Source: an optimization exercise on an open RTL-to-GDS flow (aim: small area, a short achievable clock period and few clock cycles per item). Production flows keep margins and buffers that such runs may drop.
Only simulation tests tie the RTL to the original design; equivalence was not proved.
The flow treats the clock pin as an ideal source, which a real chip does not have.

==> module add32, before the edit <==
module add32 (
    input  wire [31:0] a,
    input  wire [31:0] b,
    output wire [31:0] word,
    output wire        sat,
    output wire        flush
);
    function [4:0] lzc32;
        input [31:0] v;
        reg [15:0] v1; reg [15:0] c1;
        reg [7:0]  v2; reg [15:0] c2;
        reg [3:0]  v3; reg [11:0] c3;
        reg [1:0]  v4; reg [7:0]  c4;
        integer i;
        begin
            for (i = 0; i < 16; i = i + 1) begin
                v1[i] = v[2*i+1] | v[2*i];
                c1[i] = ~v[2*i+1];
            end
            for (i = 0; i < 8; i = i + 1) begin
                v2[i] = v1[2*i+1] | v1[2*i];
                c2[2*i +: 2] = v1[2*i+1] ? {1'b0, c1[2*i+1]} : {1'b1, c1[2*i]};
            end
            for (i = 0; i < 4; i = i + 1) begin
                v3[i] = v2[2*i+1] | v2[2*i];
                c3[3*i +: 3] = v2[2*i+1] ? {1'b0, c2[2*(2*i+1) +: 2]} : {1'b1, c2[2*(2*i) +: 2]};
            end
            for (i = 0; i < 2; i = i + 1) begin
                v4[i] = v3[2*i+1] | v3[2*i];
                c4[4*i +: 4] = v3[2*i+1] ? {1'b0, c3[3*(2*i+1) +: 3]} : {1'b1, c3[3*(2*i) +: 3]};
            end
            lzc32 = v4[1] ? {1'b0, c4[7:4]} : {1'b1, c4[3:0]};
        end
    endfunction
    wire [30:0] cmp_s;
    wire        cmp_co;                             
    bk_add #(.W(31)) u_cmp (.x(a[30:0]), .y(~b[30:0]), .ci(1'b1), .s(cmp_s), .co(cmp_co));
    wire        swap = ~cmp_co;
    wire [31:0] hi   = swap ? b : a;
    wire [31:0] lo   = swap ? a : b;
    wire [8:0]  dab  = {1'b0, a[30:23]} - {1'b0, b[30:23]};
    wire [7:0]  dba  = b[30:23] - a[30:23];
    wire [7:0]  d    = dab[8] ? dba : dab[7:0];
    wire        hz   = (hi[30:23] == 8'd0);         
    wire [23:0] mhi  = {1'b1, hi[22:0]};
    wire [23:0] mlo  = {(lo[30:23] != 8'd0), lo[22:0]};
    wire [25:0] lof  = {mlo, 2'b00};
    wire        big  = (d[7:5] != 3'd0);
    wire [25:0] losh = big ? 26'd0 : (lof >> d[4:0]);
    wire [31:0] mask = ~({32{1'b1}} << d[4:0]);
    wire        stk  = big ? (mlo != 24'd0) : ((lof & mask[25:0]) != 26'd0);
    wire [26:0] al   = {losh, stk};
    wire [26:0] hf   = {mhi, 3'b000};
    wire        sub  = a[31] ^ b[31];
    wire [27:0] sum;
    wire        sum_co;
    bk_add #(.W(28)) u_sum (.x({1'b0, hf}), .y({sub, al ^ {27{sub}}}), .ci(sub), .s(sum), .co(sum_co));
    wire        sz   = (sum == 28'd0);
    wire [4:0]  lz   = lzc32({sum, 4'hF});
    wire [27:0] norm = sum << lz;
    wire [23:0] mant = norm[27:4];
    wire        rbit = norm[3];
    wire        stck = |norm[2:0];
    wire        up   = rbit & (stck | mant[0]);
    wire        carry = up & (&mant[22:0]);
    wire [9:0]  eb0 = {2'b0, hi[30:23]} + 10'd1 - {5'd0, lz};
    wire        e_sat   = ~eb0[9] & ((eb0[8:0] > 9'd254) | ((eb0[8:0] == 9'd254) & carry));
    wire        e_flush = eb0[9] | ((eb0 == 10'd0) & ~carry);
    wire [30:0] mag;
    wire        mag_co;
    bk_add #(.W(31)) u_inc (.x({eb0[7:0], mant[22:0]}), .y(31'd0), .ci(up), .s(mag), .co(mag_co));
    wire        zero = hz | sz;
    assign sat   = ~zero & e_sat;
    assign flush = ~zero & ~e_sat & e_flush;
    assign word  = (zero | e_flush) ? 32'd0 : e_sat ? {hi[31], 31'h7F7F_FFFF} : {hi[31], mag};
endmodule
Settings: LEC_CHECK=0, ABC_AREA=1, CAP_MARGIN=60, CORE_MARGIN=2, CORE_UTILIZATION=65, PLACE_DENSITY=0.75, SLEW_MARGIN=60; clock period 55.0 ns.
standard.sh (not shown) runs the stock make flow with config.mk's settings and CLKGATE_MAP_FILE= SYNTH_SCRIPT=/design/flow/synth_recipe.tcl, a recipe that flattens the netlist after the stock synthesis.
==> flow/flow/run.sh <==
#!/bin/bash
# Layout flow: the standard flow (standard.sh) with these changes.
#  1. After the standard synthesis, polar_fix.py lets full adders absorb the
#     inverters around them (a full adder fed complemented inputs gives
#     complemented outputs); a half adder fed two complemented signals becomes
#     xor2 + nor2. Registers and their names are untouched.
#  2. Ports are buffered with sky130_fd_sc_hd__buf_2 (every port still gets
#     its own buffer).
#  3. After CTS, the flip-flops that drive output ports are upsized
#     (flow/upsize_out.tcl).
# Each tool's output goes to a log file of its own in the work folder.
set -euo pipefail
R=orfs/results/${FLOW_PLATFORM:-sky130hd}/scale_acc/base

bash standard.sh synth > synth.log 2>&1
cp $R/1_2_yosys.v 1_2_yosys.standard.v
python3 flow/polar_fix.py 1_2_yosys.standard.v $R/1_2_yosys.polar.v > polar_fix.log 2>&1
mv $R/1_2_yosys.polar.v $R/1_2_yosys.v
rm -f $R/1_synth.odb $R/1_synth.sdc
bash standard.sh synth > synth_odb.log 2>&1

export BUFFER_PORTS_ARGS="-buffer_cell sky130_fd_sc_hd__buf_2"
export POST_CTS_TCL="$(pwd)/flow/upsize_out.tcl"
bash standard.sh finish > layout.log 2>&1
Other scripts of this flow, unchanged in this note and not shown: flow/flow/polar_fix.py, flow/flow/upsize_out.tcl
Testbench counts at the start, summed over its fixed seeds: cycles 26,970, groups 26,946.
Edit:
--- a/flow/design.v
+++ b/flow/design.v
@@ -960,16 +960,13 @@
                 v4[i] = v3[2*i+1] | v3[2*i];
                 c4[4*i +: 4] = v3[2*i+1] ? {1'b0, c3[3*(2*i+1) +: 3]} : {1'b1, c3[3*(2*i) +: 3]};
             end
             lzc32 = v4[1] ? {1'b0, c4[7:4]} : {1'b1, c4[3:0]};
         end
     endfunction
-    wire [30:0] cmp_s;
-    wire        cmp_co;                             
-    bk_add #(.W(31)) u_cmp (.x(a[30:0]), .y(~b[30:0]), .ci(1'b1), .s(cmp_s), .co(cmp_co));
-    wire        swap = ~cmp_co;
+    wire        swap = (b[30:0] > a[30:0]);
     wire [31:0] hi   = swap ? b : a;
     wire [31:0] lo   = swap ? a : b;
     wire [8:0]  dab  = {1'b0, a[30:23]} - {1'b0, b[30:23]};
     wire [7:0]  dba  = b[30:23] - a[30:23];
     wire [7:0]  d    = dab[8] ? dba : dab[7:0];
     wire        hz   = (hi[30:23] == 8'd0);         
The new run passed the timing, design-rule and antenna checks.
Clock-buffer cell count decreases by 1.
Cell count increases by about 2.8%.
Worst setup slack improves by 0.073 ns.
Testbench counts after the change, summed over its fixed seeds: cycles 26,970, groups 26,946.

## afterwards: timing with drivers on the ports
The flow's constraints put no driver on any port. The routed layouts listed below were extracted and timed again, unchanged, in two steps.
Step 1 (the two cells are an assumption about what drives the block):
set clk [get_ports {clk}]
set_driving_cell -lib_cell sky130_fd_sc_hd__clkbuf_16 $clk
set_driving_cell -lib_cell sky130_fd_sc_hd__buf_2 [delete_from_list [all_inputs] $clk]
Step 2 adds t to the input delays and takes it off the output delays; t is the mean of the earliest and latest rising clock arrival at the registers after step 1. Input paths then give back, and output paths get back, about the clock's delay inside the block.
Three values: no drivers, after step 1, after step 2; two values: the first two.
run | t, ns | setup slack, ns | hold WS [ns] | latest minus earliest clock arrival (ns) | cell pins on the clock port's net
the first run | 0.659 | 42.831 / 42.804 / 42.831 | 0.409 / 0.409 / 0.409 | 0.036 / 0.036 | 1
the second run | 0.667 | 42.904 / 42.835 / 43.502 | 0.407 / 0.407 / 0.407 | 0.032 / 0.033 | 1
After both steps setup and hold are still met in every run listed.
